Background: an optimization exercise with open tools, aiming at small area, a short achievable clock period and few clock cycles. Do not read the settings as production practice.
At most, simulation tests tie the RTL to the original design; equivalence was not proved.
The RTL of run 3 was laid out without a check of its function.

==> design.v <==
module sha256_engine (
    input  wire         clk,
    input  wire         rst,           
    input  wire         blk_valid,
    output wire         blk_ready,
    input  wire         blk_first,     
    input  wire [511:0] blk_data,      
    output reg          dig_valid,
    output wire [255:0] digest         
);
    localparam [31:0] IV0 = 32'h6A09E667, IV1 = 32'hBB67AE85, IV2 = 32'h3C6EF372, IV3 = 32'hA54FF53A,
                      IV4 = 32'h510E527F, IV5 = 32'h9B05688C, IV6 = 32'h1F83D9AB, IV7 = 32'h5BE0CD19;
    localparam [2047:0] K_TAB = {
        32'hC67178F2, 32'hBEF9A3F7, 32'hA4506CEB, 32'h90BEFFFA,
        32'h8CC70208, 32'h84C87814, 32'h78A5636F, 32'h748F82EE,
        32'h682E6FF3, 32'h5B9CCA4F, 32'h4ED8AA4A, 32'h391C0CB3,
        32'h34B0BCB5, 32'h2748774C, 32'h1E376C08, 32'h19A4C116,
        32'h106AA070, 32'hF40E3585, 32'hD6990624, 32'hD192E819,
        32'hC76C51A3, 32'hC24B8B70, 32'hA81A664B, 32'hA2BFE8A1,
        32'h92722C85, 32'h81C2C92E, 32'h766A0ABB, 32'h650A7354,
        32'h53380D13, 32'h4D2C6DFC, 32'h2E1B2138, 32'h27B70A85,
        32'h14292967, 32'h06CA6351, 32'hD5A79147, 32'hC6E00BF3,
        32'hBF597FC7, 32'hB00327C8, 32'hA831C66D, 32'h983E5152,
        32'h76F988DA, 32'h5CB0A9DC, 32'h4A7484AA, 32'h2DE92C6F,
        32'h240CA1CC, 32'h0FC19DC6, 32'hEFBE4786, 32'hE49B69C1,
        32'hC19BF174, 32'h9BDC06A7, 32'h80DEB1FE, 32'h72BE5D74,
        32'h550C7DC3, 32'h243185BE, 32'h12835B01, 32'hD807AA98,
        32'hAB1C5ED5, 32'h923F82A4, 32'h59F111F1, 32'h3956C25B,
        32'hE9B5DBA5, 32'hB5C0FBCF, 32'h71374491, 32'h428A2F98
    };
    reg  [5:0]  kaddr;
    wire [31:0] k_cur = K_TAB[32*kaddr +: 32];
    reg  [5:0]  t;
    function [31:0] rotr(input [31:0] x, input integer n);
        rotr = (x >> n) | (x << (32 - n));
    endfunction
    function [31:0] big_sigma0(input [31:0] x);
        big_sigma0 = rotr(x, 2) ^ rotr(x, 13) ^ rotr(x, 22);
    endfunction
    function [31:0] big_sigma1(input [31:0] x);
        big_sigma1 = rotr(x, 6) ^ rotr(x, 11) ^ rotr(x, 25);
    endfunction
    function [31:0] small_sigma0(input [31:0] x);
        small_sigma0 = rotr(x, 7) ^ rotr(x, 18) ^ (x >> 3);
    endfunction
    function [31:0] small_sigma1(input [31:0] x);
        small_sigma1 = rotr(x, 17) ^ rotr(x, 19) ^ (x >> 10);
    endfunction
    function [31:0] csa_s(input [31:0] x, input [31:0] y, input [31:0] z);
        csa_s = x ^ y ^ z;
    endfunction
    function [31:0] csa_c(input [31:0] x, input [31:0] y, input [31:0] z);
        csa_c = {((x[30:0] & y[30:0]) | (x[30:0] & z[30:0]) | (y[30:0] & z[30:0])), 1'b0};
    endfunction
    reg  idle, ld, run;
    reg  [2:0] post;
    reg  fin;         
    reg  go;          
    reg  init_iv;     
    reg  first_cur;   
    reg  h_iv;        
    reg  rot;         
    reg  ffg;         
    reg  use_sch;     
    reg  rdy;
    reg  [3:0] wsel;  
    reg  n_idle, n_ld, n_run, n_fin, n_go;
    reg  [2:0] n_post;
    reg  [5:0] n_t;
    always @(*) begin
        n_idle = 1'b0; n_ld = 1'b0; n_run = 1'b0; n_post = 3'd0;
        n_fin = fin; n_go = go; n_t = t;
        if (idle) begin
            if (blk_valid) begin n_ld = 1'b1; n_fin = 1'b0; n_go = 1'b1; end
            else n_idle = 1'b1;
        end
        if (ld) begin
            if (go) begin n_run = 1'b1; n_t = 6'd0; end
            else n_post = 3'b001;
        end
        if (post[0]) n_post = 3'b010;
        if (post[1]) n_post = 3'b100;
        if (post[2]) n_idle = 1'b1;
        if (run) begin
            if (t == 6'd63) begin n_ld = 1'b1; n_fin = 1'b1; n_go = blk_valid; end
            else begin n_run = 1'b1; n_t = t + 6'd1; end
        end
        if (rst) begin
            n_idle = 1'b1; n_ld = 1'b0; n_run = 1'b0; n_post = 3'd0;
            n_t = 6'd0; n_fin = 1'b0; n_go = 1'b0;
        end
    end
    wire n_fetch0 = n_idle || (n_run && n_t == 6'd63);
    assign blk_ready = rdy;
    reg  [31:0] a, b, c, d, e, f, g, x;
    reg  [31:0] w [0:15];
    reg  [31:0] hc [0:7];    
    genvar gi;
    generate
        for (gi = 0; gi < 8; gi = gi + 1) begin : g_dig
            assign digest[255 - 32*gi -: 32] = hc[gi];
        end
    endgenerate
    wire [31:0] s1  = big_sigma1(e);
    wire [31:0] ch  = (e & f) ^ (~e & g);
    wire [31:0] s0  = big_sigma0(a);
    wire [31:0] maj = (a & b) | (a & c) | (b & c);
    wire [31:0] a1s = csa_s(x, ch, maj),   a1c = csa_c(x, ch, maj);
    wire [31:0] a2s = csa_s(s0, s1, a1s),  a2c = csa_c(s0, s1, a1s);
    wire [31:0] a3s = csa_s(a2s, a2c, a1c), a3c = csa_c(a2s, a2c, a1c);
    wire [31:0] a_nxt = a3s + a3c;
    wire [31:0] e1s = csa_s(x, ch, d),     e1c = csa_c(x, ch, d);
    wire [31:0] e2s = csa_s(e1s, e1c, s1), e2c = csa_c(e1s, e1c, s1);
    wire [31:0] e_nxt = e2s + e2c;
    reg [31:0] iv_a, iv_e;
    always @(*) begin
        if (ld) begin
            iv_a = IV0; iv_e = IV4;
        end else begin
            case (t[1:0])
                2'd1:    begin iv_a = IV3; iv_e = IV7; end
                2'd2:    begin iv_a = IV2; iv_e = IV6; end
                default: begin iv_a = IV1; iv_e = IV5; end
            endcase
        end
    end
    wire        base_iv = first_cur && ffg;
    wire [31:0] base_a = base_iv ? iv_a : hc[3];
    wire [31:0] base_e = base_iv ? iv_e : hc[7];
    wire [31:0] sum_a  = base_a + (ffg ? a : 32'd0);
    wire [31:0] sum_e  = base_e + (ffg ? e : 32'd0);
    wire [31:0] w_blk = blk_data[511 - 32*wsel -: 32];
    wire [31:0] ws1s = csa_s(small_sigma1(w[14]), w[9], small_sigma0(w[1]));
    wire [31:0] ws1c = csa_c(small_sigma1(w[14]), w[9], small_sigma0(w[1]));
    wire [31:0] ws2s = csa_s(ws1s, ws1c, w[0]), ws2c = csa_c(ws1s, ws1c, w[0]);
    wire [31:0] w_sch = ws2s + ws2c;
    wire [31:0] w_in = use_sch ? w_sch : w_blk;
    wire        fetch0  = idle || (run && t == 6'd63);
    wire        init_nx = blk_first || (h_iv && idle);
    wire [31:0] x1s = csa_s(g, k_cur, w[15]), x1c = csa_c(g, k_cur, w[15]);
    wire [31:0] x_nxt = x1s + x1c;
    integer i;
    always @(posedge clk) begin
        x <= x_nxt;
        if (ld) begin
            a <= init_iv ? IV0 : sum_a;
            b <= init_iv ? IV1 : hc[0];
            c <= init_iv ? IV2 : hc[1];
            d <= init_iv ? IV3 : hc[2];
            e <= init_iv ? IV4 : sum_e;
            f <= init_iv ? IV5 : hc[4];
            g <= init_iv ? IV6 : hc[5];
        end else begin
            a <= a_nxt; b <= a; c <= b; d <= c;
            e <= e_nxt; f <= e;
            g <= fetch0 ? (init_nx ? IV7 : idle ? hc[6] : hc[5]) : f;
        end
        for (i = 0; i < 15; i = i + 1)
            w[i] <= w[i + 1];
        w[15] <= w_in;
        if (rot) begin
            hc[0] <= sum_a; hc[1] <= hc[0]; hc[2] <= hc[1]; hc[3] <= hc[2];
            hc[4] <= sum_e; hc[5] <= hc[4]; hc[6] <= hc[5]; hc[7] <= hc[6];
        end
        if (rst) begin
            idle <= 1'b1; ld <= 1'b0; run <= 1'b0; post <= 3'd0;
            t         <= 6'd0;
            fin       <= 1'b0;
            go        <= 1'b0;
            h_iv      <= 1'b1;
            rot       <= 1'b0;
            rdy       <= 1'b0;
            dig_valid <= 1'b0;
        end else begin
            idle <= n_idle; ld <= n_ld; run <= n_run; post <= n_post;
            t <= n_t; fin <= n_fin; go <= n_go;
            rot <= (n_post != 3'd0) || n_ld
                   || (n_run && (n_t == 6'd61 || n_t == 6'd62 || n_t == 6'd63));
            rdy <= n_run && (n_t == 6'd13);
            dig_valid <= ld && fin;
            if (ld && fin) h_iv <= 1'b0;
        end
        ffg     <= n_run || (n_ld && n_fin);
        use_sch <= n_run && (n_t >= 6'd14) && (n_t != 6'd63);
        wsel    <= n_fetch0 ? 4'd0 : n_ld ? 4'd1 : n_t[3:0] + 4'd2;
        kaddr   <= n_ld ? 6'd0 : n_t + 6'd1;
        if (fetch0) init_iv <= init_nx;
        if (ld && go) first_cur <= init_iv;
    end
endmodule
==> flow/run.sh <==
#!/bin/bash
# The standard layout (standard.sh), with timing repair asked to
# overfix setup by SETUP_SLACK_MARGIN ns; the clock and constraints are
# the design's. The make output goes to standard_flow.log, each ORFS step's
# log to orfs/logs.
set -euo pipefail
export SETUP_SLACK_MARGIN=6
# every port still gets a buffer, of the smallest buffer cell
export BUFFER_PORTS_ARGS="-buffer_cell sky130_fd_sc_hd__buf_1"
bash standard.sh > standard_flow.log 2>&1
==> standard.sh <==
#!/bin/bash
# synth_recipe.tcl (not shown) runs the flow's synth.tcl, then flattens the netlist and writes it again
# the make line also repeats each setting of config.mk as NAME=value (left out here)
make -C /OpenROAD-flow-scripts/flow DESIGN_CONFIG=/design/flow/config.mk WORK_HOME=/design/flow/orfs CLKGATE_MAP_FILE= SYNTH_SCRIPT=/design/flow/synth_recipe.tcl "${@:-finish}"
==> config.mk <==
export PLATFORM = sky130hd
export DESIGN_NAME = sha256_engine
export DESIGN_NICKNAME = sha256_engine
export VERILOG_FILES = /design/flow/design.v
export SDC_FILE = /design/flow/constraint.sdc
export NUM_CORES = 4
export LEC_CHECK = 0
export CAP_MARGIN = 20
export CORE_MARGIN = 2
export CORE_UTILIZATION = 40
export CTS_CLUSTER_DIAMETER = 120
export CTS_CLUSTER_SIZE = 24
export PLACE_DENSITY = 0.6
export SLEW_MARGIN = 20
==> constraint.sdc <==
create_clock -name core_clock -period 11.0 [get_ports {clk}]
set_input_delay 2.2000 -clock core_clock [delete_from_list [all_inputs] [get_ports {clk}]]
set_output_delay 2.2000 -clock core_clock [all_outputs]
set_load 0.01 [all_outputs]
==> results of run 1 <==
==> cells in the mapped netlist (10+ instances only) <==
cell and number:
buf_1 40, mux2i_1 78, a21o_1 144, o22a_1 78, xor2_1 111, ha_1 210, o31ai_1 16, nor2_1 239
clkbuf_1 213, fa_1 251, nand2_1 281, and2_1 71, inv_1 380, nor2b_1 22, a221oi_1 39, nand2b_1 39
buf_2 15, o22ai_1 10, a22o_1 73, o211ai_1 89, and3_1 24, edfxtp_1 258, or3_1 18, a31oi_1 42
a21oi_1 292, mux4_2 100, a211oi_1 35, o21ai_0 253, nor3_1 43, dfxtp_1 798, xnor2_1 315, o21bai_1 20
o21a_1 63, a22oi_1 11, nand3_1 52
==> logic make-up after synthesis <==
logic type,after synthesis,synth area share
AO/OA/AOI/OAI,1268,0.161
adder cells (fa/ha/maj),462,0.145
buffers and inverters,651,0.0465
XOR/XNOR,427,0.0707
flip-flops,1056,0.448
multiplexers,179,0.0574
AND/OR/NAND/NOR,831,0.0720
==> metrics by stage <==
| stage | cells | hold slack (ns) | instance area (um2) | setup slack (ns) |
|---|---|---|---|---|
| 3_3_place_gp | 7191 | 0.310 | 57600 | 3.76 |
| 6_report | 7331 | 0.320 | 60600 | 6.13 |
| 5_1_grt | 7328 | 0.325 | 60600 | 5.96 |
| 3_5_place_dp | 7191 | 0.312 | 57600 | 3.91 |
| 4_1_cts | 7305 | 0.326 | 60000 | 5.95 |
| 2_1_floorplan | 4874 | 0.310 | 53000 | 6.00 |
==> worst paths after layout <==
path                            depth (start not counted)              end            start  slack, ns
worst min register to register                          0  w[4][3]$_DFF_P_  w[5][3]$_DFF_P_       0.32
worst max register to register                         16    e[29]$_DFF_P_     e[0]$_DFF_P_       6.13
worst min-delay path                                    0  w[4][3]$_DFF_P_  w[5][3]$_DFF_P_       0.32
worst max-delay path                                   16    e[29]$_DFF_P_     e[0]$_DFF_P_       6.13
==> cell type report <==
type,count,share of cell area
clock buffer,78,0.0232
sequential,1056,0.393
tap,1755,0.0362
timing repair buffer,882,0.0653
antenna,5,0.000206
clock inverter,5,0.00163
inverter,383,0.0241
multi-input combinational,3167,0.456
==> registers in the layout (all words and copies together), names as in the netlist, 3 cells and up <==
register / cells
a: 32
b: 32
c: 32
d: 32
e: 32
f: 32
g: 32
hc: 256
kaddr: 6
post: 3
t: 6
w: 512
wsel: 4
x: 32
==> repair_timing <==
item                       CTS  global route
hold endpoints to repair     0             0
buffers inserted            26            21
resized for setup          148           102
cloned                       5             0
pin swaps                   22            40
setup endpoints to repair   57            31
==> metal layers <==
metal	GRT usage	vias to the layer above	wire length [um]
li1	-	18400	-
met5	0	-	60
met4	0.152	12	12800
met2	0.489	1969	98000
met1	0.433	20600	93100
met3	0.0560	386	18200
==> placed cells by master (no fill, tap or decap), drive strengths merged, types with 11 or more instances in the layout <==
master | Yosys | routed
nand2 | 281 | 281
o21bai | 20 | 20
or3 | 18 | 18
a22oi | 11 | 11
buf | 55 | 876
and2 | 71 | 71
inv | 381 | 383
a21oi | 294 | 294
and3 | 24 | 24
nor3 | 43 | 43
o211ai | 89 | 89
a22o | 73 | 73
a21o | 144 | 144
edfxtp | 258 | 258
a221oi | 39 | 39
mux4 | 100 | 100
nand3 | 52 | 52
o21a | 64 | 64
a211oi | 37 | 37
clkbuf | 213 | 79
dfxtp | 798 | 798
a31oi | 42 | 42
o21ai | 262 | 262
o31ai | 17 | 17
o22a | 78 | 78
xnor2 | 316 | 316
nor2 | 239 | 239
fa | 251 | 251
nor2b | 22 | 22
xor2 | 111 | 111
nand2b | 39 | 39
ha | 210 | 210
mux2i | 78 | 78
==> worst reg2reg max path, delay by kind of cell, from the launching register on <==
family / cells / cell delay [ns]
AO/OA/AOI/OAI: 8 / 1.89
multiplexers: 1 / 0.33
XOR/XNOR: 1 / 0.11
adder cells (fa/ha/maj): 4 / 1.62
buffers and inverters: 1 / 0.09
flip-flops: 1 / 0.47
AND/OR/NAND/NOR: 1 / 0.28
==> results.sh, run 1 <==
export IMPL_path_cells="mux2i_4, inv_1, fa_1, fa_1, ha_1, fa_1, a21o_1, a21oi_2, o21a_2, o31a_1, a211oi_2, nand2b_1, a2111o_1, a31oi_1, xnor2_1, a22o_1"
export IMPL_clkLatencyLatePin_ns=0.71
export IMPL_synthArstFlopShare=0
export IMPL_numCtsBuffers=51
export IMPL_rows=133
export IMPL_antenna_found_initial=13
export IMPL_synth_area_leaders="dfxtp_1, edfxtp_1, fa_1, xnor2_1, ha_1"
export IMPL_fill_cells=12500
export IMPL_cp_data_required_time_ns=11.62
export IMPL_cp_slowest_cell="fa_1"
export IMPL_worst_pin_slew_ns=1.17
export IMPL_ys_seq_area_frac=0.448
export IMPL_initial_core_util=0.403
export IMPL_grt_max_degree=77
export IMPL_fin_skew_ns=0.0552
export IMPL_track_usage=0.318
export IMPL_tns_ns=0
export IMPL_timing_worst_setup_path_type="reg2reg"
export IMPL_place_congestion=1.02
export IMPL_routedWlPerCell_um=30.3
export IMPL_drt_total_wl_um=222000
export IMPL_holdCritPathClass="reg2reg"
export IMPL_dieArea_um2=135000
export IMPL_ios=774
export IMPL_synth_edf_count=258
export IMPL_syn_inst=4874
export IMPL_rsz0062_at_grt="true"
export IMPL_die_x_um=368
export IMPL_fmax_ghz=0.205
export IMPL_htree_num_levels=2
export IMPL_slew_viol_final=0
export IMPL_fin_nets=6518
export IMPL_fin_crit_sh=0.443
export IMPL_cpPeakStageDelay_ns=0.48
export IMPL_worstPathMaxFanout=6
export IMPL_slew_headroom=0.214
export IMPL_grt_overflow=0
export IMPL_endpoint_kind="flip-flop"
export IMPL_period_needed_ns=4.87
export IMPL_cts_sinks=1056
export IMPL_ys_ff_latch=1056
export IMPL_die_h_um=368
export IMPL_multi_input_area_um2=27700
export IMPL_max_cap_viol_count=0
export IMPL_arrival_ns=5.49
export IMPL_route_vias_total=41400
export IMPL_seq_area_um2=23800
export IMPL_crit_buf_inv=1
export IMPL_dr_pass1_iters=5
export IMPL_cts_tree="done"
export IMPL_postCtsHoldBufs=0
export IMPL_area_growth_pct=14.4
export IMPL_setup_viol=0
export IMPL_avgSynthCellArea_um2=10.9
export IMPL_yosys_warnings=3
export IMPL_core_area_um2=131000
export IMPL_clockBufferDepth=3
export IMPL_cp_start_kind="flip-flop"
export IMPL_portBuffers=773
export IMPL_cpMostUsedCell="fa_1"
export IMPL_detail_route_antenna_nets=0
export IMPL_grt_pass1_wl_um=304000
export IMPL_synth_cell_area_um2=53000
export IMPL_cp_top_family="compound AO/OA/AOI/OAI gates"
export IMPL_hpwl_um=177000
export IMPL_final_core_util=0.461
export IMPL_drcViolationCount=0
export IMPL_drtIter0Drc=4453
export IMPL_synth_top_cell_by_area="dfxtp_1"
export IMPL_clkTransAtPathRegs_ns=0.11
export IMPL_outcome="finished clean"
export IMPL_clockRootBuffer="clkbuf_16"
export IMPL_hold_violations=0
export IMPL_via_per_inst=5.64
export IMPL_synth_cell_types=89
export IMPL_drive_gt1_frac=0.0869
export IMPL_synth_ff_type="dfxtp_1"
export IMPL_synth_top_area_share=0.301
export IMPL_grt_pass1_vias=39500
Testbench counts, summed over its fixed seeds: cycles 12,504.
==> inputs of run 2 (changes only) <==
--- a/config.mk
+++ b/config.mk
@@ -10,4 +10,2 @@
 export CORE_UTILIZATION = 40
-export CTS_CLUSTER_DIAMETER = 120
-export CTS_CLUSTER_SIZE = 24
 export PLACE_DENSITY = 0.6
==> run 2 against run 1 <==
  * Clock skew decreased by 0.0030 ns
  * Setup slack got worse by 0.023 ns
  * Die area unchanged
  * Critical path type unchanged
  * Worst hold slack got worse by 0.024 ns
  * Global-route usage increased by 0.38 points
  * Non-clock buffer count decreased by 1
  * Sequential share of layout area decreased by 1.4 points
  * Synthesized cell count unchanged
  * Still clean on timing, DRC and antenna
  * Wire length increased by 0.91%
==> results.sh, run 2 <==
export IMPL_timing_worst_setup_path_type="reg2reg"
export IMPL_cpMostUsedCell="xnor2_1"
export IMPL_reg2reg_setup_slack_ns=6.10
export IMPL_drtIter0Drc=4660
export IMPL_synth_ff_type="dfxtp_1"
export IMPL_path_cells="xnor2_1, xnor2_1, fa_1, fa_1, ha_1, and3_1, and4_1, and3_1, a31o_2, or2_1, o21ai_2, o311ai_1, a31oi_1, xnor2_1, a21oi_2"
export IMPL_worstPathMaxFanout=6
export IMPL_period_needed_ns=4.90
export IMPL_core_area_um2=131000
export IMPL_synthArstFlopShare=0
export IMPL_grt_pass1_wl_um=307000
export IMPL_regMostFlops="w"
export IMPL_endpoint_kind="flip-flop"
export IMPL_yosys_warnings=3
export IMPL_hold_violations=0
export IMPL_grt_pass1_vias=40200
export IMPL_die_h_um=368
export IMPL_fin_crit_sh=0.445
export IMPL_max_cap_viol_count=0
export IMPL_grt_max_degree=77
export IMPL_rr_startpoint="w[1][16]$_DFF_P_"
export IMPL_dr_pass1_iters=6
export IMPL_dieArea_um2=135000
export IMPL_whs_ns=0.296
export IMPL_clockBufferDepth=3
export IMPL_fmax_ghz=0.204
export IMPL_synth_top_area_share=0.301
export IMPL_synth_cell_area_um2=53000
export IMPL_cp_top_family="compound AO/OA/AOI/OAI gates"
export IMPL_detail_route_antenna_nets=0
export IMPL_setup_viol=0
export IMPL_die_x_um=368
export IMPL_drt_total_wl_um=224000
export IMPL_r2r_cells=15
export IMPL_syn_inst=4874
export IMPL_route_vias_total=41900
export IMPL_via_per_inst=5.62
export IMPL_min_path_cells=0
export IMPL_ios=774
export IMPL_holdCritPathClass="reg2reg"
export IMPL_multi_input_area_um2=27700
export IMPL_min_from="w[13][14]$_DFF_P_"
export IMPL_layout_commonest_cell="buf_1"
export IMPL_grt_overflow=0
export IMPL_clkLatencyLatePin_ns=0.75
export IMPL_slew_viol_final=0
export IMPL_initial_core_util=0.403
export IMPL_clockRootBuffer="clkbuf_16"
export IMPL_synthTopCellsByCount="dfxtp_1, inv_1, xnor2_1"
export IMPL_outcome="finished clean"
export IMPL_rsz0062_at_grt="true"
export IMPL_cts_tree="done"
export IMPL_hpwl_um=177000
export IMPL_routedWlPerCell_um=30.1
export IMPL_drcViolationCount=0
export IMPL_top_regs="w: 512 flops, hc: 256 flops"
export IMPL_fin_skew_ns=0.0521
export IMPL_drive_gt1_frac=0.107
export IMPL_ys_ff_latch=1056
export IMPL_ys_seq_area_frac=0.448
export IMPL_seq_area_um2=23800
export IMPL_rows=133
export IMPL_synth_area_leaders="dfxtp_1, edfxtp_1, fa_1, xnor2_1, ha_1"
export IMPL_cts_sinks=1056
export IMPL_final_cell_mix="buf_1, dfxtp_1, inv_1, xnor2_1, a21oi_1"
export IMPL_slew_headroom=0.155
export IMPL_largest_reg_flops=512
export IMPL_crit_buf_inv=0
export IMPL_tns_ns=0
export IMPL_synth_cell_types=89
export IMPL_yosysMostFrequentCell="dfxtp_1"
export IMPL_cpPeakStageDelay_ns=0.64
export IMPL_fill_cells=12300
export IMPL_area_growth_pct=18.7
export IMPL_numCtsBuffers=107
export IMPL_worst_pin_slew_ns=1.25
export IMPL_track_usage=0.321
export IMPL_synth_edf_count=258
export IMPL_avgSynthCellArea_um2=10.9
export IMPL_cp_data_required_time_ns=11.57
export IMPL_clkTransAtPathRegs_ns=0.07
export IMPL_whs_endpoint="w[12][14]$_DFF_P_"
export IMPL_postCtsHoldBufs=0
export IMPL_arrival_ns=5.47
export IMPL_fin_nets=6573
export IMPL_cp_slowest_cell="dfxtp_1"
export IMPL_htree_num_levels=3
export IMPL_antenna_found_initial=14
export IMPL_synth_top_cell_by_area="dfxtp_1"
export IMPL_rr_endpoint="w[15][31]$_DFF_P_"
export IMPL_portBuffers=773
export IMPL_cp_start_kind="flip-flop"
export IMPL_place_congestion=1.02
[run 2: changes by cell type in the layout (fill, tap and decap cells not counted), sizes merged]
cell	delta
buf	-1
bufinv	+13
clkbuf	+60
clkinv	+33
clkinvlp	+3
diode	+5
inv	+9
[run 2: how the worst max path moves through the flow]
stage	from	cells past startpoint	end
2_1_floorplan	kaddr[0]$_SDFF_PP0_	23	x[29]$_DFF_P_
3_3_place_gp	kaddr[0]$_SDFF_PP0_	20	x[29]$_DFF_P_
3_5_place_dp	kaddr[0]$_SDFF_PP0_	20	x[29]$_DFF_P_
4_1_cts	kaddr[1]$_SDFF_PP0_	20	x[29]$_DFF_P_
5_1_grt	a[5]$_DFF_P_	17	a[28]$_DFF_P_
6_report	w[1][16]$_DFF_P_	15	w[15][31]$_DFF_P_
[run 2: routing by layer]
layer / global-route usage / routed length, um
met1: 0.433 / 93800
met3: 0.0683 / 18700
met4: 0.140 / 11800
met5: 0 / 24
met2: 0.498 / 99800
[run 2: metrics by stage]
stage	std cells	cell area (um2)	utilization	worst slack [ns]
final	7453	62900	0.479	6.10
after global routing	7446	62900	0.478	5.97
after CTS	7424	62300	0.474	5.96
after detailed placement	7191	57600	0.438	3.91
after global placement	7191	57600	0.438	3.76
after floorplan	4874	53000	-	6.00
[run 2: layout make-up]
type / count / area share
Multi-Input combinational cell: 3167 / 0.440
Sequential cell: 1056 / 0.379
Timing Repair Buffer: 881 / 0.0626
Clock buffer: 138 / 0.0472
Tap cell: 1755 / 0.0349
Inverter: 383 / 0.0233
Clock inverter: 63 / 0.0130
Antenna cell: 10 / 0.000398
[run 2: worst reg2reg max path, cell delays in order (launching register included)]
cell and delay [ns]:
dfxtp_1 0.64, xnor2_1 0.21, xnor2_1 0.31, fa_1 0.48, fa_1 0.38, ha_1 0.35
and3_1 0.23, and4_1 0.25, and3_1 0.20, a31o_2 0.27, or2_1 0.25, o21ai_2 0.29
o311ai_1 0.13, a31oi_1 0.26, xnor2_1 0.11, a21oi_2 0.35
[run 2: repair_timing]
item                                    in CTS  in global routing
pin swaps                                   23                 46
buffers inserted                            27                 19
gates cloned                                 5                  0
endpoints found under the setup margin      55                 29
resized for setup                          150                107
[run 2: cells by family (layout without fill, tap and decap cells)]
family                   count (synthesis)  after routing  share of synthesized area
multiplexers                           179            179                     0.0574
XOR/XNOR                               427            427                     0.0707
adder cells (fa/ha/maj)                462            462                      0.145
AO/OA/AOI/OAI                         1268           1268                      0.161
AND/OR/NAND/NOR                        831            831                     0.0720
other                                    0             10                          0
buffers and inverters                  651           1465                     0.0465
flip-flops                            1056           1056                      0.448
==> inputs of run 3 (changes only) <==
--- a/design.v
+++ b/design.v
@@ -110,6 +110,8 @@
     wire [31:0] a3s = csa_s(a2s, a2c, a1c), a3c = csa_c(a2s, a2c, a1c);
-    wire [31:0] a_nxt = a3s + a3c;
+    wire [31:0] a_nxt;
+    sha256_cpa32 u_cpa_a (.x(a3s), .y(a3c), .s(a_nxt));
     wire [31:0] e1s = csa_s(x, ch, d),     e1c = csa_c(x, ch, d);
     wire [31:0] e2s = csa_s(e1s, e1c, s1), e2c = csa_c(e1s, e1c, s1);
-    wire [31:0] e_nxt = e2s + e2c;
+    wire [31:0] e_nxt;
+    sha256_cpa32 u_cpa_e (.x(e2s), .y(e2c), .s(e_nxt));
     reg [31:0] iv_a, iv_e;
@@ -190 +192,171 @@
 endmodule
+module sha256_cpa32 (
+    input  wire [31:0] x,
+    input  wire [31:0] y,
+    output wire [31:0] s
+);
+    wire [31:0] g0 = x & y;
+    wire [31:0] p0 = x ^ y;
+    wire g1 = g0[1] | (p0[1] & g0[0]);
+    wire p1 = p0[1] & p0[0];
+    wire g2 = g0[3] | (p0[3] & g0[2]);
+    wire p2 = p0[3] & p0[2];
+    wire g3 = g0[5] | (p0[5] & g0[4]);
+    wire p3 = p0[5] & p0[4];
+    wire g4 = g0[7] | (p0[7] & g0[6]);
+    wire p4 = p0[7] & p0[6];
+    wire g5 = g0[9] | (p0[9] & g0[8]);
+    wire p5 = p0[9] & p0[8];
+    wire g6 = g0[11] | (p0[11] & g0[10]);
+    wire p6 = p0[11] & p0[10];
+    wire g7 = g0[13] | (p0[13] & g0[12]);
+    wire p7 = p0[13] & p0[12];
+    wire g8 = g0[15] | (p0[15] & g0[14]);
+    wire p8 = p0[15] & p0[14];
+    wire g9 = g0[17] | (p0[17] & g0[16]);
+    wire p9 = p0[17] & p0[16];
+    wire g10 = g0[19] | (p0[19] & g0[18]);
+    wire p10 = p0[19] & p0[18];
+    wire g11 = g0[21] | (p0[21] & g0[20]);
+    wire p11 = p0[21] & p0[20];
+    wire g12 = g0[23] | (p0[23] & g0[22]);
+    wire p12 = p0[23] & p0[22];
+    wire g13 = g0[25] | (p0[25] & g0[24]);
+    wire p13 = p0[25] & p0[24];
+    wire g14 = g0[27] | (p0[27] & g0[26]);
+    wire p14 = p0[27] & p0[26];
+    wire g15 = g0[29] | (p0[29] & g0[28]);
+    wire p15 = p0[29] & p0[28];
+    wire g16 = g0[31] | (p0[31] & g0[30]);
+    wire p16 = p0[31] & p0[30];
+    wire g17 = g0[2] | (p0[2] & g1);
+    wire p17 = p0[2] & p1;
+    wire g18 = g2 | (p2 & g1);
+    wire p18 = p2 & p1;
+    wire g19 = g0[6] | (p0[6] & g3);
+    wire p19 = p0[6] & p3;
+    wire g20 = g4 | (p4 & g3);
+    wire p20 = p4 & p3;
+    wire g21 = g0[10] | (p0[10] & g5);
+    wire p21 = p0[10] & p5;
+    wire g22 = g6 | (p6 & g5);
+    wire p22 = p6 & p5;
+    wire g23 = g0[14] | (p0[14] & g7);
+    wire p23 = p0[14] & p7;
+    wire g24 = g8 | (p8 & g7);
+    wire p24 = p8 & p7;
+    wire g25 = g0[18] | (p0[18] & g9);
+    wire p25 = p0[18] & p9;
+    wire g26 = g10 | (p10 & g9);
+    wire p26 = p10 & p9;
+    wire g27 = g0[22] | (p0[22] & g11);
+    wire p27 = p0[22] & p11;
+    wire g28 = g12 | (p12 & g11);
+    wire p28 = p12 & p11;
+    wire g29 = g0[26] | (p0[26] & g13);
+    wire p29 = p0[26] & p13;
+    wire g30 = g14 | (p14 & g13);
+    wire p30 = p14 & p13;
+    wire g31 = g0[30] | (p0[30] & g15);
+    wire p31 = p0[30] & p15;
+    wire g32 = g16 | (p16 & g15);
+    wire p32 = p16 & p15;
+    wire g33 = g0[4] | (p0[4] & g18);
+    wire p33 = p0[4] & p18;
+    wire g34 = g3 | (p3 & g18);
+    wire p34 = p3 & p18;
+    wire g35 = g19 | (p19 & g18);
+    wire p35 = p19 & p18;
+    wire g36 = g20 | (p20 & g18);
+    wire p36 = p20 & p18;
+    wire g37 = g0[12] | (p0[12] & g22);
+    wire p37 = p0[12] & p22;
+    wire g38 = g7 | (p7 & g22);
+    wire p38 = p7 & p22;
+    wire g39 = g23 | (p23 & g22);
+    wire p39 = p23 & p22;
+    wire g40 = g24 | (p24 & g22);
+    wire p40 = p24 & p22;
+    wire g41 = g0[20] | (p0[20] & g26);
+    wire p41 = p0[20] & p26;
+    wire g42 = g11 | (p11 & g26);
+    wire p42 = p11 & p26;
+    wire g43 = g27 | (p27 & g26);
+    wire p43 = p27 & p26;
+    wire g44 = g28 | (p28 & g26);
+    wire p44 = p28 & p26;
+    wire g45 = g0[28] | (p0[28] & g30);
+    wire p45 = p0[28] & p30;
+    wire g46 = g15 | (p15 & g30);
+    wire p46 = p15 & p30;
+    wire g47 = g31 | (p31 & g30);
+    wire p47 = p31 & p30;
+    wire g48 = g32 | (p32 & g30);
+    wire p48 = p32 & p30;
+    wire g49 = g0[8] | (p0[8] & g36);
+    wire p49 = p0[8] & p36;
+    wire g50 = g5 | (p5 & g36);
+    wire p50 = p5 & p36;
+    wire g51 = g21 | (p21 & g36);
+    wire p51 = p21 & p36;
+    wire g52 = g22 | (p22 & g36);
+    wire p52 = p22 & p36;
+    wire g53 = g37 | (p37 & g36);
+    wire p53 = p37 & p36;
+    wire g54 = g38 | (p38 & g36);
+    wire p54 = p38 & p36;
+    wire g55 = g39 | (p39 & g36);
+    wire p55 = p39 & p36;
+    wire g56 = g40 | (p40 & g36);
+    wire p56 = p40 & p36;
+    wire g57 = g0[24] | (p0[24] & g44);
+    wire p57 = p0[24] & p44;
+    wire g58 = g13 | (p13 & g44);
+    wire p58 = p13 & p44;
+    wire g59 = g29 | (p29 & g44);
+    wire p59 = p29 & p44;
+    wire g60 = g30 | (p30 & g44);
+    wire p60 = p30 & p44;
+    wire g61 = g45 | (p45 & g44);
+    wire p61 = p45 & p44;
+    wire g62 = g46 | (p46 & g44);
+    wire p62 = p46 & p44;
+    wire g63 = g47 | (p47 & g44);
+    wire p63 = p47 & p44;
+    wire g64 = g48 | (p48 & g44);
+    wire p64 = p48 & p44;
+    wire g65 = g0[16] | (p0[16] & g56);
+    wire p65 = p0[16] & p56;
+    wire g66 = g9 | (p9 & g56);
+    wire p66 = p9 & p56;
+    wire g67 = g25 | (p25 & g56);
+    wire p67 = p25 & p56;
+    wire g68 = g26 | (p26 & g56);
+    wire p68 = p26 & p56;
+    wire g69 = g41 | (p41 & g56);
+    wire p69 = p41 & p56;
+    wire g70 = g42 | (p42 & g56);
+    wire p70 = p42 & p56;
+    wire g71 = g43 | (p43 & g56);
+    wire p71 = p43 & p56;
+    wire g72 = g44 | (p44 & g56);
+    wire p72 = p44 & p56;
+    wire g73 = g57 | (p57 & g56);
+    wire p73 = p57 & p56;
+    wire g74 = g58 | (p58 & g56);
+    wire p74 = p58 & p56;
+    wire g75 = g59 | (p59 & g56);
+    wire p75 = p59 & p56;
+    wire g76 = g60 | (p60 & g56);
+    wire p76 = p60 & p56;
+    wire g77 = g61 | (p61 & g56);
+    wire p77 = p61 & p56;
+    wire g78 = g62 | (p62 & g56);
+    wire p78 = p62 & p56;
+    wire g79 = g63 | (p63 & g56);
+    wire p79 = p63 & p56;
+    wire g80 = g64 | (p64 & g56);
+    wire p80 = p64 & p56;
+    wire [31:0] cy = {g79, g78, g77, g76, g75, g74, g73, g72, g71, g70, g69, g68, g67, g66, g65, g56, g55, g54, g53, g52, g51, g50, g49, g36, g35, g34, g33, g18, g17, g1, g0[0], 1'b0};
+    assign s = p0 ^ cy;
+endmodule
--- a/flow/run.sh
+++ b/flow/run.sh
@@ -6,3 +6,3 @@
 set -euo pipefail
-export SETUP_SLACK_MARGIN=6
+export SETUP_SLACK_MARGIN=7
 # every port still gets a buffer, of the smallest buffer cell
--- a/config.mk
+++ b/config.mk
@@ -12 +12,3 @@
 export SLEW_MARGIN = 20
+export SYNTH_HIERARCHICAL = 1
+export SYNTH_MINIMUM_KEEP_SIZE = 0
==> run 3 against run 2 <==
  * Still clean on timing, DRC and antenna
  * Utilization is 2.8 points higher
  * Register-to-register slack better by 0.21 ns
  * Global-route usage increased by 2.3 points
  * Count of clock-buffer cells in the layout grew 4
  * Via count grew 5.6%
  * Area after synthesis rose by 1.6%
  * Wire length increased by 8.0%
  * Worst hold slack gained 0.0093 ns
  * Sequential share of layout area is 2.3 points lower
  * Critical endpoint is now x[31]$_DFF_P_
  * Largest cell class unchanged
  * Highest routed layer unchanged
==> results.sh, run 3 <==
export IMPL_largest_reg_flops=512
export IMPL_yosys_warnings=9
export IMPL_setup_viol=0
export IMPL_startpoint="kaddr[3]$_SDFF_PP0_"
export IMPL_ys_ff_latch=1056
export IMPL_synth_fa_ha_area_frac=0.145
export IMPL_synth_ff_type="dfxtp_1"
export IMPL_placed_cells=7296
export IMPL_holdCritPathClass="reg2reg"
export IMPL_dieArea_um2=138000
export IMPL_ys_seq_area_frac=0.440
export IMPL_max_cap_viol_count=0
export IMPL_track_usage=0.344
export IMPL_synth_top_family_by_area="compound AO/OA/AOI/OAI gates"
export IMPL_route_vias_total=44200
export IMPL_outcome="finished clean"
export IMPL_fin_nets=6818
export IMPL_worst_pin_slew_ns=1.18
export IMPL_rsz0062_at_grt="true"
export IMPL_synth_top_cell_by_area="dfxtp_1"
export IMPL_initial_core_util=0.403
export IMPL_timing_worst_setup_path_type="reg2reg"
export IMPL_numCtsBuffers=105
export IMPL_area_growth_pct=25.6
export IMPL_fin_skew_ns=0.0567
export IMPL_clkLatencyLatePin_ns=0.76
export IMPL_fill_cells=12100
export IMPL_setup_slack_ns=6.31
export IMPL_place_congestion=1.06
export IMPL_htree_num_levels=3
export IMPL_slew_viol_final=0
export IMPL_synth_edf_count=258
export IMPL_clkTransAtPathRegs_ns=0.07
export IMPL_routedWlPerCell_um=31.4
export IMPL_dr_pass1_iters=6
export IMPL_worstPathMaxFanout=5
export IMPL_hold_violations=0
export IMPL_antenna_found_initial=48
export IMPL_cp_start_kind="flip-flop"
export IMPL_synth_simple_area_share=0.0752
export IMPL_endpoint_kind="flip-flop"
export IMPL_synth_cell_types=90
export IMPL_synth_xor_area_frac=0.0691
export IMPL_synthArstFlopShare=0
export IMPL_min_from="w[2][31]$_DFF_P_"
export IMPL_ios=774
export IMPL_fin_cells=7711
export IMPL_die_h_um=371
export IMPL_seq_area_um2=24100
export IMPL_fin_crit_sh=0.426
export IMPL_die_x_um=371
export IMPL_rows=134
export IMPL_stdcell_area_um2=67700
export IMPL_drt_total_wl_um=242000
export IMPL_avgSynthCellArea_um2=10.8
export IMPL_core_area_um2=134000
export IMPL_grt_pass1_vias=43300
export IMPL_synth_area_leaders="dfxtp_1, edfxtp_1, fa_1, xnor2_1, mux4_2"
export IMPL_final_cell_mix="buf_1, dfxtp_1, inv_1, a21oi_1, xnor2_1"
export IMPL_regMostFlops="w"
export IMPL_slew_headroom=0.203
export IMPL_rr_startpoint="kaddr[3]$_SDFF_PP0_"
export IMPL_cp_data_required_time_ns=11.67
export IMPL_synth_top_area_share=0.297
export IMPL_fmax_ghz=0.213
export IMPL_synth_cell_area_um2=53900
export IMPL_placed_cell_area_um2=58600
export IMPL_cts_tree="done"
export IMPL_grt_overflow=0
export IMPL_synthTopCellsByCount="dfxtp_1, inv_1, a21oi_1"
export IMPL_hpwl_um=188000
export IMPL_arrival_ns=5.36
export IMPL_multi_input_area_um2=30500
export IMPL_detail_route_antenna_nets=0
export IMPL_period_needed_ns=4.69
export IMPL_layout_commonest_cell="buf_1"
export IMPL_cts_sinks=1056
export IMPL_top_regs="w: 512 flops, hc: 256 flops"
export IMPL_muxShareOfSynthArea=0.0657
export IMPL_syn_inst=4978
export IMPL_drive_gt1_frac=0.196
export IMPL_clockBufferDepth=3
export IMPL_portBuffers=773
export IMPL_post_place_ws_ns=5.09
export IMPL_grt_max_degree=81
export IMPL_clockRootBuffer="clkbuf_16"
export IMPL_drtIter0Drc=4384
export IMPL_via_per_inst=5.73
export IMPL_synth_compound_area_share=0.154
export IMPL_drcViolationCount=0
export IMPL_yosysMostFrequentCell="dfxtp_1"
export IMPL_tns_ns=0
export IMPL_grt_pass1_wl_um=331000
==> run 3: final timing paths <==
check | end | slack, ns | cells after the start
hold reg to reg | w[1][31]$_DFF_P_ | 0.31 | 0
setup reg to reg | x[31]$_DFF_P_ | 6.31 | 21
setup / recovery | x[31]$_DFF_P_ | 6.31 | 21
hold / removal | w[1][31]$_DFF_P_ | 0.31 | 0
==> run 3: per-module statistics from Yosys, one instance, submodules excluded <==
module | flip-flops and latches | copies in the design | cell area (um2) | cells inside
sha256_cpa32 | 0 | 2 | 1440 | 185
sha256_engine | 1056 | 1 | 51000 | 4608
==> run 3: critical path, stage by stage, from the launching register on <==
cell	delay, ns
dfxtp_4	0.36
buf_12	0.13
clkinvlp_4	0.15
buf_6	0.16
buf_4	0.13
nor2_2	0.22
a21oi_1	0.14
o311ai_1	0.54
o21ai_2	0.19
fa_1	0.52
inv_1	0.05
ha_1	0.25
nand2_2	0.09
nand2b_1	0.06
a21o_1	0.16
a21oi_2	0.24
a2111oi_4	0.12
o31a_1	0.32
o21ai_2	0.22
a211oi_2	0.12
o2111a_1	0.26
a211oi_2	0.15
==> run 3: what timing repair did <==
action	4_1_cts	5_1_grt
setup buffers	142	47
gates resized for setup	582	274
pin swaps	128	130
hold buffers	0	0
hold endpoints to repair	0	0
endpoints found under the setup margin	201	99
gates cloned	11	0
==> run 3: stage by stage <==
| step | util | hold slack, ns |
|---|---|---|
| floorplan | - | 0.310 |
| global placement | 0.439 | 0.310 |
| detailed placement | 0.439 | 0.312 |
| CTS | 0.494 | 0.304 |
| global route | 0.506 | 0.308 |
| finish | 0.506 | 0.306 |
==> run 3: per-layer routing <==
metal	GRT usage	part of all wire
met5	0	0.00060
met2	0.541	0.46
met3	0.0695	0.077
met1	0.449	0.41
met4	0.174	0.058
==> run 3: cells by family (layout without fill, tap and decap cells) <==
family	Yosys count	in the layout
other cells	1	21
compound gates	1236	1236
buf+inv	716	1661
xor+xnor	425	425
simple gates	867	867
fa+ha+maj	471	471
flops	1056	1056
mux	206	206
==> run 3: layout make-up <==
class	count	area share
Multi-Input combinational cell	3208	0.451
Timing Repair Buffer	1022	0.0804
Tap cell	1768	0.0327
Clock inverter	55	0.0106
Timing Repair inverter	1	0.0000740
Clock buffer	142	0.0433
Sequential cell	1056	0.356
Inverter	441	0.0252
Antenna cell	18	0.000666
==> inputs of run 4 (changes only) <==
--- a/design.v
+++ b/design.v
@@ -131,4 +131,5 @@
     wire [31:0] base_e = base_iv ? iv_e : hc[7];
-    wire [31:0] sum_a  = base_a + (ffg ? a : 32'd0);
-    wire [31:0] sum_e  = base_e + (ffg ? e : 32'd0);
+    wire [31:0] sum_a, sum_e;
+    sha256_cpa32 u_cpa_fa (.x(base_a), .y(ffg ? a : 32'd0), .s(sum_a));
+    sha256_cpa32 u_cpa_fe (.x(base_e), .y(ffg ? e : 32'd0), .s(sum_e));
     wire [31:0] w_blk = blk_data[511 - 32*wsel -: 32];
@@ -137,3 +138,4 @@
     wire [31:0] ws2s = csa_s(ws1s, ws1c, w[0]), ws2c = csa_c(ws1s, ws1c, w[0]);
-    wire [31:0] w_sch = ws2s + ws2c;
+    wire [31:0] w_sch;
+    sha256_cpa32 u_cpa_w (.x(ws2s), .y(ws2c), .s(w_sch));
     wire [31:0] w_in = use_sch ? w_sch : w_blk;
@@ -142,3 +144,4 @@
     wire [31:0] x1s = csa_s(g, k_cur, w[15]), x1c = csa_c(g, k_cur, w[15]);
-    wire [31:0] x_nxt = x1s + x1c;
+    wire [31:0] x_nxt;
+    sha256_cpa32 u_cpa_x (.x(x1s), .y(x1c), .s(x_nxt));
     integer i;
--- a/flow/run.sh
+++ b/flow/run.sh
@@ -6,3 +6,3 @@
 set -euo pipefail
-export SETUP_SLACK_MARGIN=7
+export SETUP_SLACK_MARGIN=6.5
 # every port still gets a buffer, of the smallest buffer cell
--- a/config.mk
+++ b/config.mk
@@ -10,2 +10,4 @@
 export CORE_UTILIZATION = 40
+export CTS_CLUSTER_DIAMETER = 120
+export CTS_CLUSTER_SIZE = 24
 export PLACE_DENSITY = 0.6
==> run 4 against run 3 <==
  * Sequential share of layout area rose by 3.1 points
  * Die area rose by 0.90%
  * Register-to-register slack improved by 0.22 ns
  * Largest cell class unchanged
  * Sequential cell count did not move
  * Maximum frequency rose by 5.0%
  * Global-route usage fell by 3.8 points
  * Final cell count fell by 3.0%
  * Area after synthesis rose by 0.91%
  * Still clean
==> results.sh, run 4 <==
export IMPL_synth_fa_ha_area_frac=0.149
export IMPL_area_growth_pct=13.7
export IMPL_setup_viol=0
export IMPL_cp_slowest_cell="fa_1"
export IMPL_period_needed_ns=4.46
export IMPL_regMostFlops="w"
export IMPL_layout_commonest_cell="buf_1"
export IMPL_routedWlPerCell_um=29.4
export IMPL_ys_ff_latch=1056
export IMPL_postCtsHoldBufs=0
export IMPL_critical_path_endpoint="x[29]$_DFF_P_"
export IMPL_synthArstFlopShare=0
export IMPL_detail_route_antenna_nets=0
export IMPL_startpoint="kaddr[1]$_SDFF_PP0_"
export IMPL_clkTransAtPathRegs_ns=0.11
export IMPL_drive_gt1_frac=0.101
export IMPL_muxShareOfSynthArea=0.0633
export IMPL_final_cell_mix="buf_1, dfxtp_1, inv_1, xnor2_1, nand2_1"
export IMPL_yosysMostFrequentCell="dfxtp_1"
export IMPL_drtIter0Drc=5226
export IMPL_synth_simple_area_share=0.0802
export IMPL_arrival_ns=5.08
export IMPL_synthTopCellsByCount="dfxtp_1, inv_1, nand2_1"
export IMPL_fin_crit_sh=0.406
export IMPL_cp_data_required_time_ns=11.62
export IMPL_synth_compound_area_share=0.146
export IMPL_reg2reg_setup_slack_ns=6.54
export IMPL_fin_cells=7480
export IMPL_initial_core_util=0.402
export IMPL_grt_pass1_wl_um=303000
export IMPL_cts_tree="done"
export IMPL_grt_pass1_vias=39900
export IMPL_portBuffers=773
export IMPL_clockBufferDepth=3
export IMPL_synth_edf_count=258
export IMPL_min_path_cells=0
export IMPL_placed_cells=7340
export IMPL_synth_cell_types=94
export IMPL_die_x_um=373
export IMPL_fmax_ghz=0.224
export IMPL_synth_ff_type="dfxtp_1"
export IMPL_cpPeakStageDelay_ns=0.56
export IMPL_dr_pass1_iters=6
export IMPL_max_cap_viol_count=0
export IMPL_synth_area_leaders="dfxtp_1, edfxtp_1, fa_1, xnor2_1, ha_1"
export IMPL_numCtsBuffers=52
export IMPL_drcViolationCount=0
export IMPL_worstPathMaxFanout=17
export IMPL_r2r_cells=17
export IMPL_worst_pin_slew_ns=1.13
export IMPL_rr_startpoint="kaddr[1]$_SDFF_PP0_"
export IMPL_dieArea_um2=139000
export IMPL_grt_max_degree=78
export IMPL_synth_top_family_by_area="adder cells"
export IMPL_tns_ns=0
export IMPL_clockRootBuffer="clkbuf_16"
export IMPL_ios=774
export IMPL_syn_inst=5001
export IMPL_htree_num_levels=2
export IMPL_cp_start_kind="flip-flop"
export IMPL_synth_top_cell_by_area="dfxtp_1"
export IMPL_place_congestion=1.00
export IMPL_fin_skew_ns=0.0676
export IMPL_synth_xor_area_frac=0.0659
export IMPL_via_per_inst=5.66
export IMPL_rows=135
export IMPL_final_core_util=0.457
export IMPL_grt_overflow=0
export IMPL_path_cells="buf_4, ha_1, buf_6, nand2b_1, nand2_2, a21oi_1, mux4_2, fa_1, inv_1, ha_4, a211oi_4, o211ai_1, buf_4, a211oi_4, a21oi_2, a221o_2, xor2_1"
export IMPL_fill_cells=12900
export IMPL_core_area_um2=135000
export IMPL_rr_endpoint="x[29]$_DFF_P_"
export IMPL_cts_sinks=1056
export IMPL_rsz0062_at_grt="true"
export IMPL_synth_cell_area_um2=54300
export IMPL_route_vias_total=42300
export IMPL_top_regs="w: 512 flops, hc: 256 flops"
export IMPL_slew_headroom=0.250
export IMPL_clkLatencyLatePin_ns=0.72
export IMPL_die_h_um=373
export IMPL_endpoint_kind="flip-flop"
export IMPL_timing_worst_setup_path_type="reg2reg"
export IMPL_synth_top_area_share=0.294
export IMPL_antenna_found_initial=23
export IMPL_largest_reg_flops=512
export IMPL_avgSynthCellArea_um2=10.9
export IMPL_slew_viol_final=0
export IMPL_hpwl_um=178000
export IMPL_ys_seq_area_frac=0.436
export IMPL_hold_violations=0
export IMPL_drt_total_wl_um=220000
export IMPL_fin_nets=6657
export IMPL_outcome="finished clean"
export IMPL_holdCritPathClass="reg2reg"
export IMPL_track_usage=0.306
export IMPL_yosys_warnings=9
-- run 4: repair_timing --
item	CTS	global route
endpoints found under the setup margin	91	44
gates cloned	2	1
pin swaps	15	21
buffers inserted	23	22
gates resized for setup	145	118
-- run 4: cell type report --
type	count	area, um2	area share
Multi-Input combinational cell	3151	28300	0.458
Inverter	529	2000	0.0324
Clock buffer	72	1380	0.0223
Clock inverter	9	168	0.00271
Sequential cell	1056	23900	0.387
Tap cell	1781	2230	0.0361
Timing Repair Buffer	871	3830	0.0620
Antenna cell	11	27.5	0.000445
-- run 4: logic make-up after synthesis --
family                     after synthesis
xor gates and xnor gates               408
adders and majority gates              484
DFF                                   1056
and+or+nand+nor                        906
muxes                                  203
other                                    1
AOI/OAI and AO/OA                     1145
buffers and inverters                  798
-- run 4: worst max-delay path, delay by kind of cell, from the launching register on --
family | cells | cell delay [ns]
fa+ha+maj | 3 | 0.97
flops | 1 | 0.39
compound gates | 6 | 1.27
xor+xnor | 1 | 0.15
mux | 1 | 0.53
simple gates | 2 | 0.36
buf+inv | 4 | 0.66
-- run 4: worst min-delay path by stage --
stage                           startpoint  slack (ns)                to
after global routing      w[3][23]$_DFF_P_        0.30  w[2][23]$_DFF_P_
after global placement    w[4][17]$_DFF_P_        0.31  w[3][17]$_DFF_P_
final                     w[4][25]$_DFF_P_        0.29  w[3][25]$_DFF_P_
after floorplan           w[11][0]$_DFF_P_        0.31  w[10][0]$_DFF_P_
after detailed placement  w[8][29]$_DFF_P_        0.31  w[7][29]$_DFF_P_
after CTS                 w[4][25]$_DFF_P_        0.28  w[3][25]$_DFF_P_
-- run 4: layer usage --
metal  wire, um  global-route usage
met5         34                   0
met4       5670              0.0678
met3      22500              0.0771
met2      88900               0.425
met1     103000               0.472
-- run 4: through the flow --
stage,setup slack (ns),hold slack (ns),cell area (um2)
floorplan,6.52,0.310,54400
global placement,5.09,0.310,58800
detailed placement,5.44,0.312,58800
CTS,6.48,0.276,61000
global route,6.42,0.299,61800
finish,6.54,0.295,61800
-- run 4: per-module statistics from Yosys, one instance, submodules excluded --
module,times used,cells inside
sha256_cpa32,6,185
sha256_engine,1,3891
Testbench counts of run 4, summed over its fixed seeds: cycles 12,504.
==> inputs of run 5 (changes only) <==
--- a/design.v
+++ b/design.v
@@ -31,3 +31,4 @@
     reg  [5:0]  kaddr;
-    wire [31:0] k_cur = K_TAB[32*kaddr +: 32];
+    wire [31:0] k_rom = K_TAB[32*kaddr +: 32];
+    reg  [31:0] k_cur;
     reg  [5:0]  t;
@@ -116,17 +117,8 @@
     sha256_cpa32 u_cpa_e (.x(e2s), .y(e2c), .s(e_nxt));
-    reg [31:0] iv_a, iv_e;
-    always @(*) begin
-        if (ld) begin
-            iv_a = IV0; iv_e = IV4;
-        end else begin
-            case (t[1:0])
-                2'd1:    begin iv_a = IV3; iv_e = IV7; end
-                2'd2:    begin iv_a = IV2; iv_e = IV6; end
-                default: begin iv_a = IV1; iv_e = IV5; end
-            endcase
-        end
-    end
-    wire        base_iv = first_cur && ffg;
-    wire [31:0] base_a = base_iv ? iv_a : hc[3];
-    wire [31:0] base_e = base_iv ? iv_e : hc[7];
+    reg  [3:0]  ivs;
+    reg         biv;
+    wire [31:0] iv_a = ({32{ivs[0]}} & IV3) | ({32{ivs[1]}} & IV2) | ({32{ivs[2]}} & IV1) | ({32{ivs[3]}} & IV0);
+    wire [31:0] iv_e = ({32{ivs[0]}} & IV7) | ({32{ivs[1]}} & IV6) | ({32{ivs[2]}} & IV5) | ({32{ivs[3]}} & IV4);
+    wire [31:0] base_a = biv ? iv_a : hc[3];
+    wire [31:0] base_e = biv ? iv_e : hc[7];
     wire [31:0] sum_a, sum_e;
@@ -188,5 +180,8 @@
         ffg     <= n_run || (n_ld && n_fin);
+        biv     <= (n_run || (n_ld && n_fin)) && ((ld && go) ? init_iv : first_cur);
+        ivs     <= {n_ld, n_run && n_t == 6'd63, n_run && n_t == 6'd62, n_run && n_t == 6'd61};
         use_sch <= n_run && (n_t >= 6'd14) && (n_t != 6'd63);
         wsel    <= n_fetch0 ? 4'd0 : n_ld ? 4'd1 : n_t[3:0] + 4'd2;
-        kaddr   <= n_ld ? 6'd0 : n_t + 6'd1;
+        kaddr   <= n_fetch0 ? 6'd0 : n_ld ? 6'd1 : n_t + 6'd2;
+        k_cur   <= k_rom;
         if (fetch0) init_iv <= init_nx;
--- a/config.mk
+++ b/config.mk
@@ -9,6 +9,6 @@
 export CORE_MARGIN = 2
-export CORE_UTILIZATION = 40
+export CORE_UTILIZATION = 48
 export CTS_CLUSTER_DIAMETER = 120
 export CTS_CLUSTER_SIZE = 24
-export PLACE_DENSITY = 0.6
+export PLACE_DENSITY = 0.65
 export SLEW_MARGIN = 20
==> run 5 against run 4 <==
  * Final cell count shrank 4.3%
  * Design area down 2.0%
  * Critical path depth shrank 7
  * Die area is 17% lower
  * Global-route usage is 7.6 points higher
  * Sequential cell count rose by 33
  * Maximum frequency is 0.22% lower
  * Critical path type unchanged
  * Highest routed layer unchanged
==> results.sh, run 5 <==
export IMPL_tns_ns=0
export IMPL_worstPathMaxFanout=83
export IMPL_route_vias_total=42900
export IMPL_cts_sinks=1089
export IMPL_clkLatencyLatePin_ns=0.69
export IMPL_hpwl_um=185000
export IMPL_grt_pass1_wl_um=310000
export IMPL_fin_nets=6614
export IMPL_placed_cells=7049
export IMPL_detail_route_antenna_nets=0
export IMPL_ys_ff_latch=1089
export IMPL_grt_max_degree=86
export IMPL_dieArea_um2=116000
export IMPL_min_from="w[7][23]$_DFF_P_"
export IMPL_grt_overflow=0
export IMPL_synth_edf_count=257
export IMPL_r2r_cells=10
export IMPL_portBuffers=773
export IMPL_synth_top_family_by_area="adder cells"
export IMPL_routedWlPerCell_um=31.7
export IMPL_outcome="finished clean"
export IMPL_synth_top_area_share=0.307
export IMPL_fin_cells=7161
export IMPL_syn_inst=4992
export IMPL_synth_top_cell_by_area="dfxtp_1"
export IMPL_fmax_ghz=0.224
export IMPL_stdcell_area_um2=60600
export IMPL_rows=123
export IMPL_drt_total_wl_um=227000
export IMPL_grt_pass1_vias=39700
export IMPL_rsz0062_at_grt="true"
export IMPL_reg2reg_setup_slack_ns=6.53
export IMPL_multi_input_area_um2=27600
export IMPL_rr_endpoint="w[15][25]$_DFF_P_"
export IMPL_worst_pin_slew_ns=1.11
export IMPL_avgSynthCellArea_um2=10.9
export IMPL_initial_core_util=0.483
export IMPL_numCtsBuffers=51
export IMPL_synthArstFlopShare=0
export IMPL_place_congestion=1.12
export IMPL_synthTopCellsByCount="dfxtp_1, inv_1, xnor2_1"
export IMPL_track_usage=0.382
export IMPL_final_core_util=0.540
export IMPL_path_cells="buf_4, inv_1, ha_4, buf_12, mux2i_1, nor2_1, a21oi_2, o21ai_0, a21oi_1, o21ai_0"
export IMPL_max_cap_viol_count=0
export IMPL_cp_data_required_time_ns=11.55
export IMPL_synth_xor_area_frac=0.0659
export IMPL_drive_gt1_frac=0.0788
export IMPL_synth_cell_types=87
export IMPL_yosys_warnings=9
export IMPL_clkTransAtPathRegs_ns=0.10
export IMPL_synth_compound_area_share=0.137
export IMPL_muxShareOfSynthArea=0.0660
export IMPL_cts_tree="done"
export IMPL_core_area_um2=112000
export IMPL_clockRootBuffer="clkbuf_16"
export IMPL_via_per_inst=5.99
export IMPL_placed_cell_area_um2=58400
export IMPL_antenna_found_initial=49
export IMPL_htree_num_levels=2
export IMPL_rr_startpoint="kaddr[1]$_SDFF_PP0_"
export IMPL_synth_ff_type="dfxtp_1"
export IMPL_synth_fa_ha_area_frac=0.150
export IMPL_drtIter0Drc=5779
export IMPL_final_cell_mix="buf_1, dfxtp_1, inv_1, xnor2_1, o21ai_0"
export IMPL_fin_crit_sh=0.406
export IMPL_ys_seq_area_frac=0.450
export IMPL_endpoint_kind="flip-flop"
export IMPL_hold_violations=0
export IMPL_crit_buf_inv=3
export IMPL_synth_area_leaders="dfxtp_1, edfxtp_1, fa_1, xnor2_1, ha_1"
export IMPL_regMostFlops="w"
export IMPL_area_growth_pct=11.8
export IMPL_ios=774
export IMPL_cp_top_family="compound AO/OA/AOI/OAI gates"
export IMPL_cpPeakStageDelay_ns=0.78
export IMPL_die_x_um=340
export IMPL_clockBufferDepth=3
export IMPL_whs_endpoint="w[6][23]$_DFF_P_"
export IMPL_slew_viol_final=0
export IMPL_largest_reg_flops=512
export IMPL_synth_cell_area_um2=54200
export IMPL_cp_slowest_cell="ha_4"
export IMPL_arrival_ns=5.02
export IMPL_timing_worst_setup_path_type="reg2reg"
export IMPL_die_h_um=340
export IMPL_whs_ns=0.320
export IMPL_drcViolationCount=0
export IMPL_period_needed_ns=4.47
export IMPL_cp_start_kind="flip-flop"
export IMPL_seq_area_um2=24500
export IMPL_slew_headroom=0.262
export IMPL_holdCritPathClass="reg2reg"
export IMPL_top_regs="w: 512 flops, hc: 256 flops"
export IMPL_dr_pass1_iters=6
export IMPL_layout_commonest_cell="buf_1"
export IMPL_fill_cells=9974
export IMPL_min_path_cells=0
export IMPL_cpMostUsedCell="o21ai_0"
export IMPL_setup_viol=0
export IMPL_fin_skew_ns=0.0335
export IMPL_postCtsHoldBufs=0
export IMPL_synth_simple_area_share=0.0810
export IMPL_yosysMostFrequentCell="dfxtp_1"
run 5: final cells by class:
cell class,instances,area share
clock inverters,3,0.00110
diodes,16,0.000661
flip-flops and latches,1089,0.405
clock buffers,78,0.0233
repair buffers,837,0.0571
inverters,429,0.0266
well taps,1500,0.0310
multi-input cells,3209,0.455
run 5: worst max path at each step:
stage,startpoint,endpoint,cells past startpoint
floorplan,a[13]$_DFF_P_,a[16]$_DFF_P_,16
global placement,kaddr[0]$_SDFF_PP0_,w[15][25]$_DFF_P_,9
detailed placement,kaddr[0]$_SDFF_PP0_,w[15][25]$_DFF_P_,9
CTS,kaddr[1]$_SDFF_PP0_,w[15][25]$_DFF_P_,10
global route,a[23]$_DFF_P_,a[31]$_DFF_P_,15
finish,kaddr[1]$_SDFF_PP0_,w[15][25]$_DFF_P_,10
run 5: layer usage:
layer	part of all wire	global-route usage
met4	0.020	0.0694
met2	0.41	0.531
met1	0.45	0.602
met5	0.00032	0
met3	0.12	0.0931
run 5: what timing repair did:
item / in CTS / in global routing
buffers inserted: 3 / 10
endpoints found under the hold margin: 0 / 0
setup endpoints to repair: 25 / 78
gates resized for setup: 57 / 102
cloned: 0 / 1
pin swaps: 5 / 10
run 5: modules after synthesis (local to each module, per instance):
| module | flip-flops and latches | times used |
|---|---|---|
| sha256_engine | 1089 | 1 |
| sha256_cpa32 | 0 | 6 |
run 5: cell families (layout without fill, tap and decap cells):
group                      Yosys count  count (layout)
AOI/OAI and AO/OA                 1137            1137
xor gates and xnor gates           407             407
adders and majority gates          485             485
buffers and inverters              699            1347
DFF                               1089            1089
muxes                              227             227
other                                1              21
and+or+nand+nor                    947             948
run 5: stage by stage:
step	setup WS, ns
final	6.53
after global routing	6.46
after CTS	6.39
after detailed placement	6.03
after global placement	6.04
after floorplan	6.82
Testbench counts of run 5, summed over its fixed seeds: cycles 12,504.

==> separate check: timing with driven ports <==
How much do the figures lean on ideal ports? The routed layouts below were timed once more, with nothing changed but the port constraints. Step 1, drivers: a clkbuf_16 drives clk and a buf_2 each remaining input, both assumed. Step 2 also shifts input and output timing later by t, the mid clock arrival at the registers, as if the neighbouring blocks saw the same clock. Three values: no drivers, after step 1, after step 2; two values: the first two.
run	t, ns	slack for setup (ns)	clock arrival spread, ns	slew at the worst register clock pin (ns)	cell pins on the clock port's net
run 1	0.760	6.125 / 6.125 / 6.125	0.067 / 0.067	0.12 / 0.12	1
run 2	0.808	6.102 / 6.102 / 6.102	0.054 / 0.054	0.07 / 0.07	1
run 3	0.811	6.315 / 6.315 / 6.304	0.057 / 0.058	0.07 / 0.07	1
run 4	0.774	6.539 / 6.539 / 6.108	0.068 / 0.068	0.11 / 0.11	1
run 5	0.746	6.529 / 6.529 / 6.446	0.036 / 0.037	0.11 / 0.11	1
After both steps every run listed still meets setup and hold. The setup slack of run 4, which loses most, moves by 0.000 ns with the drivers and by -0.431 ns with both steps.
